Source: an optimization exercise on an open RTL-to-GDS flow (aim: small area). Production flows keep margins and buffers that such runs may drop.
In this exercise RTL edits were held to simulation tests only and were not proved equivalent to the original.
Power is estimated from default activity; no workload was simulated.

==> inputs of run a <==
Design fchain, start of the top module:
module fchain (
    input  wire        clk,
    input  wire        rst,         
    input  wire        clr,         
    input  wire [2:0]  cic_order,   
    input  wire [8:0]  cic_m,       
    input  wire [4:0]  cic_shift,   
    input  wire [4:0]  n2,          
    input  wire [4:0]  m2,          
    input  wire [4:0]  s2,          
    input  wire [3:0]  n3,          
    input  wire [3:0]  m3,          
    input  wire [4:0]  s3,          
    input  wire        coef_we,
    input  wire [4:0]  coef_addr,
    input  wire [23:0] coef_data,
    input  wire        in_valid,
    input  wire        in_bit,
    output reg         out_valid,
    output wire [23:0] out_data,
    output wire        out_sat
);
    integer i;
    wire chain_rst = rst | clr;
    reg [3:0] tcnt;
    always @(posedge clk)
        if (rst) tcnt <= 4'd0;
        else     tcnt <= tcnt + 4'd1;
    function [31:0] rndc;
        input [4:0] s;
        begin
            rndc = (s == 5'd0) ? 32'd0 : (32'd1 << (s - 5'd1));
        end
    endfunction
    reg [23:0] coef [0:23];
  ...
Settings: LEC_CHECK=0, ABC_AREA=1, CAP_MARGIN=20, CORE_MARGIN=2, CORE_UTILIZATION=70, CTS_CLUSTER_DIAMETER=85, CTS_CLUSTER_SIZE=28, SLEW_MARGIN=20; clock period 12.0 ns.
run.sh (not shown) runs the stock make flow with config.mk's settings and CLKGATE_MAP_FILE= SYNTH_SCRIPT=/design/flow/synth_recipe.tcl, a recipe that flattens the netlist after the stock synthesis.
==> run b (differences from run a) <==
--- a/flow/design.v
+++ b/flow/design.v
@@ -102,16 +102,14 @@
                 if (tcnt[2:0] == 3'd7)
                     cst <= C_IDLE;
             end
             endcase
         end
     end
-    reg [23:0] r2 [0:14];
-    reg [23:0] r3 [0:6];
-    reg [3:0]  p15;              
-    reg [2:0]  p7;               
+    reg [23:0] r2 [0:15];
+    reg [23:0] r3 [0:7];
     reg [3:0]  q2;               
     reg [2:0]  q3;
     reg [3:0]  l2;               
     reg [2:0]  l3;
     reg        fill2, fill3;     
     reg [4:0]  ph2;
@@ -124,41 +122,22 @@
     reg        afirst;
     localparam ST_IDLE = 3'd0, ST_RND1 = 3'd1, ST_REV2 = 3'd2, ST_RND2 = 3'd3,
                ST_REV3 = 3'd4, ST_RND3 = 3'd5;
     reg [2:0] state;
     wire in2 = (state == ST_REV2);
     wire in3 = (state == ST_REV3);
-    wire use_y2 = fill2 || afirst;
-    wire use_y3 = fill3 || afirst;
-    wire wr2 = in2 && !afirst && (fill2 || (l2 == 4'd15));
-    wire wr3 = in3 && !afirst && (fill3 || (l3 == 3'd7));
+    wire use_y2 = fill2 || (l2 == 4'd0);
+    wire use_y3 = fill3 || (l3 == 3'd0);
     always @(posedge clk) begin
-        if (rst) begin
-            p15 <= 4'd0;
-            p7  <= 3'd0;
-        end else begin
-            p15 <= (p15 == 4'd14) ? 4'd0 : p15 + 4'd1;
-            p7  <= (p7 == 3'd6) ? 3'd0 : p7 + 3'd1;
-        end
-    end
-    always @(posedge clk) begin
-        for (i = 0; i < 14; i = i + 1)
+        for (i = 0; i < 15; i = i + 1)
             r2[i] <= r2[i+1];
-        r2[14] <= wr2 ? y : r2[0];
-        for (i = 0; i < 6; i = i + 1)
+        r2[15] <= (in2 && use_y2) ? y : r2[0];
+        for (i = 0; i < 7; i = i + 1)
             r3[i] <= r3[i+1];
-        r3[6] <= wr3 ? y : r3[0];
+        r3[7] <= (in3 && use_y3) ? y : r3[0];
     end
-    wire [5:0] t2 = {2'b00, q2} + 6'd28 - {2'b00, p15};
-    wire [5:0] m2r = (t2 >= 6'd30) ? t2 - 6'd30 : (t2 >= 6'd15) ? t2 - 6'd15 : t2;
-    wire [3:0] lf2 = m2r[3:0] + 4'd1;
-    wire [4:0] t3 = {2'b00, q3} + 5'd12 - {2'b00, p7};
-    wire [4:0] m3r = (t3 >= 5'd14) ? t3 - 5'd14 : (t3 >= 5'd7) ? t3 - 5'd7 : t3;
-    wire [2:0] lf3 = m3r[2:0] + 3'd1;
-    wire [3:0] ln2 = afirst ? lf2 : (l2 == 4'd1) ? 4'd15 : l2 - 4'd1;
-    wire [2:0] ln3 = afirst ? lf3 : (l3 == 3'd1) ? 3'd7 : l3 - 3'd1;
     reg        cv;               
     reg [23:0] c_op;
     always @(*) begin
         c_op = 24'd0;
         for (i = 0; i < 16; i = i + 1)
             c_op = c_op | ({24{!in3 && cv && (l2 == i)}} & coef[i]);
@@ -187,16 +166,16 @@
         begin
             if (n3 == 4'd0) begin
                 out_valid <= 1'b1;
                 state     <= ST_IDLE;
             end else begin
                 op3   <= (ph3 == m3 - 4'd1);
-                cv    <= (ph3 == m3 - 4'd1);
+                cv    <= (ph3 == m3 - 4'd1) && ({1'b0, q3 - tcnt[2:0]} < n3);
                 ph3   <= (ph3 == m3 - 4'd1) ? 4'd0 : ph3 + 4'd1;
-                l3    <= 3'd0;
-                q3    <= (q3 == 3'd6) ? 3'd0 : q3 + 3'd1;
+                l3    <= q3 - tcnt[2:0];
+                q3    <= q3 + 3'd1;
                 rc    <= 4'd7;
                 afirst <= 1'b1;
                 state <= ST_REV3;
             end
         end
     endtask
@@ -223,25 +202,25 @@
                 y <= yv;
                 if (clampv) S <= 1'b1;
                 if (n2 == 5'd0) begin
                     start3;
                 end else begin
                     op2   <= (ph2 == m2 - 5'd1);
-                    cv    <= (ph2 == m2 - 5'd1);
+                    cv    <= (ph2 == m2 - 5'd1) && ({1'b0, q2 - tcnt} < n2);
                     ph2   <= (ph2 == m2 - 5'd1) ? 5'd0 : ph2 + 5'd1;
-                    l2    <= 4'd0;
-                    q2    <= (q2 == 4'd14) ? 4'd0 : q2 + 4'd1;
+                    l2    <= q2 - tcnt;
+                    q2    <= q2 + 4'd1;
                     rc    <= 4'd15;
                     afirst <= 1'b1;
                     state <= ST_REV2;
                 end
             end
             ST_REV2: begin
                 afirst <= 1'b0;
-                l2     <= ln2;
-                cv     <= op2 && ({1'b0, ln2} < n2);
+                l2     <= l2 - 4'd1;
+                cv     <= op2 && ({1'b0, l2 - 4'd1} < n2);
                 rc     <= rc - 4'd1;
                 if (rc == 4'd0) begin
                     fill2 <= 1'b0;
                     state <= op2 ? ST_RND2 : ST_IDLE;
                 end
             end
@@ -249,14 +228,14 @@
                 y <= yv;
                 if (clampv) S <= 1'b1;
                 start3;
             end
             ST_REV3: begin
                 afirst <= 1'b0;
-                l3     <= ln3;
-                cv     <= op3 && ({1'b0, ln3} < n3);
+                l3     <= l3 - 3'd1;
+                cv     <= op3 && ({1'b0, l3 - 3'd1} < n3);
                 rc     <= rc - 4'd1;
                 if (rc == 4'd0) begin
                     fill3 <= 1'b0;
                     state <= op3 ? ST_RND3 : ST_IDLE;
                 end
             end
ABC_AREA = not set   (was 1)
CAP_MARGIN = 0   (was 20)
SLEW_MARGIN = 0   (was 20)
==> comparison <==
Of run b and run a, run b has the higher core utilization (gap 0.37 points).
Against run a, the critical path depth of run b is lower by 7.
Against run a, the hold slack of run b is higher by 0.0096 ns.
Combinational power: run b is smaller than run a (17%).
Against run b, the via count of run a is larger by 18%.
Of run b and run a, run b has the higher flip-flop and latch count (gap 42).
Against run b, the power of run a is larger by 3.8%.
Of run b and run a, run a has the higher area after synthesis (gap 2.9%, measured against run a).
Against run b, the global-route usage of run a is higher by 0.89 points.
==> figures <==
| quantity | run b | run a |
|---|---|---|
| Run status | complete, no violations | complete, no violations |
| Met2 global-route usage | 0.601 | 0.625 |
| GRT met3 Usage | 0.0933 | 0.104 |
| Maximum number of pins on one net before global-route repair | 70 | 97 |
| Clock power share | 0.250 | 0.242 |
| Post-synthesis cell count | 5875 | 8086 |
| Count of inserted antenna diode cells | 3 | 5 |
| Destination of the worst hold path | r3[4][5]$_DFF_P_ | r2[2][12]$_DFF_P_ |
| Switching share of power | 0.300 | 0.318 |
| Crit-path most repeated cell | sky130_fd_sc_hd__fa_1 | sky130_fd_sc_hd__nand2_1 |
| Crit-path max cell delay | 0.93 ns | 0.64 ns |
| Clock network power consumption | 2850 uW | 2870 uW |
| Headroom to the max-slew limit | 0.0676 | 0.218 |
| Die X | 320 um | 325 um |
| Post-route core utilization | 0.755 | 0.751 |
| Number of global-route vias before repair | 46817 | 55594 |
| Power Total | 11400 uW | 11800 uW |
| Worst vdd rail ir drop | 0.000166 V | 0.000163 V |
| Power per Cell Area | 153 mW/mm2 | 155 mW/mm2 |

## separate check: timing with driven ports
No port has a modelled driver above. Below, the same layouts with a new extraction and two added sets of constraints. Step 1 assumes that a clkbuf_16 drives the clock port and a buf_2 every other input. Step 2 adds t to the input delays and takes it off the output delays; t is the mean of the earliest and latest rising clock arrival at the registers after step 1. Input paths then give back, and output paths get back, about the clock's delay inside the block. Three values: no drivers, after step 1, after step 2; two values: the first two.
| run | t (ns) | slack for setup (ns) | hold slack, ns |
|---|---|---|---|
| run a | 0.780 | 1.974 / 1.974 / 1.974 | 0.318 / 0.318 / 0.318 |
| run b | 0.791 | 0.974 / 0.974 / 0.974 | 0.328 / 0.328 / 0.328 |
After both steps every run listed still meets setup and hold.
